Source: an optimization exercise on an open RTL-to-GDS flow (aim: small area). Production flows keep margins and buffers that such runs may drop. In this exercise RTL edits were held to simulation tests only and were not proved equivalent to the original. Power and IR drop assume default switching activity.

north:
Design win_compare, start of the top module:
module win_compare (
    input  wire        clk,
    input  wire        rst,
    input  wire        cfg_we,
    input  wire [10:0] cfg_w,         
    input  wire [20:0] cfg_trms,      
    input  wire [20:0] cfg_tdc,       
    input  wire        restart,
    input  wire        in_valid,
    input  wire [24:0] in_m,
    input  wire [24:0] in_x,
    output reg         dec_valid,
    output wire        dec_rms_fail,
    output wire        dec_dc_fail,
    output wire        dec_rms_raise,
    output wire        dec_dc_raise,
    output wire [60:0] dec_sumsq,
    output wire [35:0] dec_sum
);
    reg  [10:0] w;
    reg  [20:0] trms, tdc;
    wire cfg_ok = cfg_we && cfg_w >= 11'd4 && cfg_w <= 11'd1024;
    wire clr    = restart || cfg_ok;
    wire take   = in_valid && !clr;
    always @(posedge clk) begin
        if (rst) begin
            w    <= 11'd36;
            trms <= 21'd66475;     
            tdc  <= 21'd21021;     
  ...
Size: about 290 flip-flops, roughly 0.016 mm² of cells after synthesis.
export LEC_CHECK = 0
export CAP_MARGIN = 20
export CORE_MARGIN = 2
export CORE_UTILIZATION = 40
export CTS_BUF_LIST = sky130_fd_sc_hd__clkbuf_8
export CTS_CLUSTER_DIAMETER = 60
export CTS_CLUSTER_SIZE = 12
export SLEW_MARGIN = 20
create_clock -name core_clock -period 20.0 [get_ports {clk}]
standard.sh (not shown) runs the stock make flow with config.mk's settings and CLKGATE_MAP_FILE= SYNTH_SCRIPT=/design/flow/synth_recipe.tcl, a recipe that flattens the netlist after the stock synthesis.
==> flow/flow/run.sh <==
#!/bin/bash
# The standard layout, with every input and output port buffered by the
# smallest buffer (buf_1) instead of the one buffer_ports picks by default,
# and a clock tree of clkbuf_16 leaf clusters without dummy loads.
set -euo pipefail
export BUFFER_PORTS_ARGS="-buffer_cell sky130_fd_sc_hd__buf_1"
export CTS_ARGS="-sink_clustering_enable -repair_clock_nets -buf_list sky130_fd_sc_hd__clkbuf_16 -sink_clustering_size 30 -sink_clustering_max_diameter 100 -dont_use_dummy_load"
bash standard.sh "BUFFER_PORTS_ARGS=$BUFFER_PORTS_ARGS" "CTS_ARGS=$CTS_ARGS" finish > standard_make.log 2>&1
Input changes introduced in south (baseline for comparison: north):
==> flow/flow/run.sh <==
#!/bin/bash
# The standard layout, with every input and output port buffered by the
# smallest buffer (buf_1) instead of the one buffer_ports picks by default,
# and a clock tree of clkbuf_8 leaf clusters without dummy loads.
set -euo pipefail
export BUFFER_PORTS_ARGS="-buffer_cell sky130_fd_sc_hd__buf_1"
export CTS_ARGS="-sink_clustering_enable -repair_clock_nets -buf_list sky130_fd_sc_hd__clkbuf_8 -sink_clustering_size 15 -sink_clustering_max_diameter 70 -dont_use_dummy_load"
bash standard.sh "BUFFER_PORTS_ARGS=$BUFFER_PORTS_ARGS" "CTS_ARGS=$CTS_ARGS" finish > standard_make.log 2>&1
--- a/flow/config.mk
+++ b/flow/config.mk
@@ -8,7 +8,4 @@
 export CAP_MARGIN = 20
 export CORE_MARGIN = 2
-export CORE_UTILIZATION = 40
-export CTS_BUF_LIST = sky130_fd_sc_hd__clkbuf_8
-export CTS_CLUSTER_DIAMETER = 60
-export CTS_CLUSTER_SIZE = 12
+export CORE_UTILIZATION = 65
 export SLEW_MARGIN = 20
Notes after the runs:
- south: done, clean on timing, DRC and antenna
- south ended with less placed instance area than north.
- On power, south does better than north.
- Diff north and south: combinational share of power lower in north
- Re fill cell instance count of the final layout: south is 51% down on north.
- Diff north -> south: number of resized instances in the post-cts repair step held steady, sum of met3 wire segment lengths after detailed routing +7.5%.
- Looking at non-clock buffer count, south sits about 0.43% lower than north does.
- north has a higher met1 wire length than south.
- Via count in south vs north: up 0.45%

* * *

Starting RTL as in the previous note.
==> flow/config.mk <==
export PLATFORM = sky130hd
export DESIGN_NAME = win_compare
export DESIGN_NICKNAME = win_compare
export VERILOG_FILES = /design/flow/design.v
export SDC_FILE = /design/flow/constraint.sdc
export NUM_CORES = 4
export LEC_CHECK = 0
export CAP_MARGIN = 20
export CORE_MARGIN = 2
export CORE_UTILIZATION = 40
export CTS_BUF_LIST = sky130_fd_sc_hd__clkbuf_4
export SLEW_MARGIN = 20
==> flow/constraint.sdc <==
create_clock -name core_clock -period 20.0 [get_ports {clk}]
set_input_delay 4.0000 -clock core_clock [delete_from_list [all_inputs] [get_ports {clk}]]
set_output_delay 4.0000 -clock core_clock [all_outputs]
set_load 0.01 [all_outputs]
==> flow/flow/run.sh <==
#!/bin/bash
# The standard layout, with every input and output port buffered by the
# smallest buffer (buf_1) instead of the one buffer_ports picks by default.
set -euo pipefail
export BUFFER_PORTS_ARGS="-buffer_cell sky130_fd_sc_hd__buf_1"
bash standard.sh "BUFFER_PORTS_ARGS=$BUFFER_PORTS_ARGS" finish > standard_make.log 2>&1
The starting point produced a clean layout.
Then changed:
==> flow/flow/run.sh (replaced) <==
#!/bin/bash
# The standard layout, with every input and output port buffered by the
# smallest buffer (buf_1) instead of the one buffer_ports picks by default,
# and a clock tree of clkbuf_8 leaf clusters without dummy loads.
set -euo pipefail
export BUFFER_PORTS_ARGS="-buffer_cell sky130_fd_sc_hd__buf_1"
export CTS_ARGS="-sink_clustering_enable -repair_clock_nets -buf_list sky130_fd_sc_hd__clkbuf_8 -sink_clustering_size 15 -sink_clustering_max_diameter 70 -dont_use_dummy_load"
bash standard.sh "BUFFER_PORTS_ARGS=$BUFFER_PORTS_ARGS" "CTS_ARGS=$CTS_ARGS" finish > standard_make.log 2>&1
CTS_BUF_LIST = sky130_fd_sc_hd__clkbuf_8   (was sky130_fd_sc_hd__clkbuf_4)
CTS_CLUSTER_DIAMETER = 60   (was unset)
CTS_CLUSTER_SIZE = 12   (was unset)
Effect: Design area went down by about 4%; sequential share of layout area went up by 1.7 points; wire length went down by about 2.6%; worst hold slack gains 0.025 ns; total power went down by 15%; clock-buffer cell count went down by 102; clock power went down by about 45%; flip-flop and latch count stays the same; combinational power barely changes; die area is unchanged.
Then changed:
CORE_UTILIZATION = 80   (was 40)
CTS_BUF_LIST = unset   (was sky130_fd_sc_hd__clkbuf_8)
CTS_CLUSTER_DIAMETER = unset   (was 60)
CTS_CLUSTER_SIZE = unset   (was 12)
The changed run ran to the end with no violations.
Fmax fell by 1.6%.
Global-route usage went up by 18 points.
Cell count goes down by 12%.
Setup slack loses 0.30 ns.
Core utilization grows by 43 points.
Then changed:
CAP_MARGIN = 5   (was 20)
CORE_UTILIZATION = 40   (was 80)
CTS_BUF_LIST = sky130_fd_sc_hd__clkbuf_8   (was unset)
CTS_CLUSTER_DIAMETER = 60   (was unset)
CTS_CLUSTER_SIZE = 12   (was unset)
SLEW_MARGIN = 5   (was 20)
The changed run finished clean.
Cell area climbs by 2.2%.
Wire length came out lower by 0.63%.
Worst setup slack improves by 0.30 ns.
Sequential power is about the same.
Via count came out lower by 6.1%.
Power falls by 2.5%.
Hold slack is worse by 0.020 ns.
Clock skew came out higher by 0.015 ns.
Count of clock-buffer cells in the layout rises by 3.
Global-route usage shrinks by 18 points.
Non-clock buffer count goes up by 3.

* * *

Starting RTL as in the previous note.
==> flow/config.mk <==
export PLATFORM = sky130hd
export DESIGN_NAME = win_compare
export DESIGN_NICKNAME = win_compare
export VERILOG_FILES = /design/flow/design.v
export SDC_FILE = /design/flow/constraint.sdc
export NUM_CORES = 4
export LEC_CHECK = 0
export CAP_MARGIN = 20
export CORE_MARGIN = 2
export CORE_UTILIZATION = 40
export CTS_BUF_LIST = sky130_fd_sc_hd__clkbuf_16
export CTS_CLUSTER_DIAMETER = 80
export CTS_CLUSTER_SIZE = 20
export SLEW_MARGIN = 20
==> flow/constraint.sdc <==
create_clock -name core_clock -period 20.0 [get_ports {clk}]
set_input_delay 4.0000 -clock core_clock [delete_from_list [all_inputs] [get_ports {clk}]]
set_output_delay 4.0000 -clock core_clock [all_outputs]
set_load 0.01 [all_outputs]
==> flow/flow/run.sh <==
#!/bin/bash
# The standard layout, with every input and output port buffered by the
# smallest buffer (buf_1) instead of the one buffer_ports picks by default.
set -euo pipefail
export BUFFER_PORTS_ARGS="-buffer_cell sky130_fd_sc_hd__buf_1"
bash standard.sh "BUFFER_PORTS_ARGS=$BUFFER_PORTS_ARGS" finish > standard_make.log 2>&1
The baseline completed without violations.
Then changed:
==> flow/flow/run.sh (replaced) <==
#!/bin/bash
# The standard layout, with every input and output port buffered by the
# smallest buffer (buf_1) instead of the one buffer_ports picks by default,
# and a clock tree of clkbuf_8 leaf clusters without dummy loads.
set -euo pipefail
export BUFFER_PORTS_ARGS="-buffer_cell sky130_fd_sc_hd__buf_1"
export CTS_ARGS="-sink_clustering_enable -repair_clock_nets -buf_list sky130_fd_sc_hd__clkbuf_8 -sink_clustering_size 15 -sink_clustering_max_diameter 70 -dont_use_dummy_load"
bash standard.sh "BUFFER_PORTS_ARGS=$BUFFER_PORTS_ARGS" "CTS_ARGS=$CTS_ARGS" finish > standard_make.log 2>&1
CORE_UTILIZATION = 65   (was 40)
CTS_BUF_LIST = sky130_fd_sc_hd__clkbuf_8   (was sky130_fd_sc_hd__clkbuf_16)
CTS_CLUSTER_DIAMETER = 60   (was 80)
CTS_CLUSTER_SIZE = 12   (was 20)
What happened:
- die area fell by 38%
- flip-flop and latch count does not change
- total power fell by 9.2%
- worst setup slack gets better by 73 ps
- utilization rose by 26 points
- sequential power stays flat
- clock-buffer cell count fell by 1

re-timing with driven ports:
No port has a modelled driver above. Below, the same layouts with a new extraction and two added sets of constraints. Step 1 (the two cells are an assumption about what drives the block):
set clk [get_ports {clk}]
set_driving_cell -lib_cell sky130_fd_sc_hd__clkbuf_16 $clk
set_driving_cell -lib_cell sky130_fd_sc_hd__buf_2 [delete_from_list [all_inputs] $clk]
Step 2 moves the port delays by t, midway between the first and last clock arrival at a register: inputs arrive t later, outputs are due t later. That takes back most of the time a late clock gives input paths. a / b / c = ideal / step 1 / step 2; a / b = the first two.
run | t, ns | setup slack, ns | hold WS [ns] | worst slew at a driven data input, ns | cell pins on the clock port's net
north | 0.554 | 1.832 / 1.865 / 1.311 | 0.423 / 0.423 / 0.423 | 0.06 | 1
south | 0.594 | 1.942 / 1.967 / 1.373 | 0.453 / 0.453 / 0.453 | 0.06 | 1
the first run of note 2 | 0.766 | 2.016 / 2.041 / 1.275 | 0.408 / 0.408 / 0.408 | 0.05 | 1
the second run of note 2 | 0.635 | 1.908 / 1.937 / 1.302 | 0.432 / 0.432 / 0.432 | 0.05 | 1
the third run of note 2 | 0.591 | 1.609 / 1.634 / 1.043 | 0.453 / 0.453 / 0.453 | 0.06 | 1
the fourth run of note 2 | 0.635 | 1.908 / 1.937 / 1.302 | 0.432 / 0.432 / 0.432 | 0.05 | 1
the first run of note 3 | 0.581 | 1.869 / 1.900 / 1.319 | 0.433 / 0.433 / 0.433 | 0.05 | 1
the second run of note 3 | 0.594 | 1.942 / 1.967 / 1.373 | 0.453 / 0.453 / 0.453 | 0.06 | 1
After both steps every run listed still meets setup and hold. The setup slack of the first run of note 2, which loses most, moves by +0.025 ns with the drivers and by -0.741 ns with both steps.
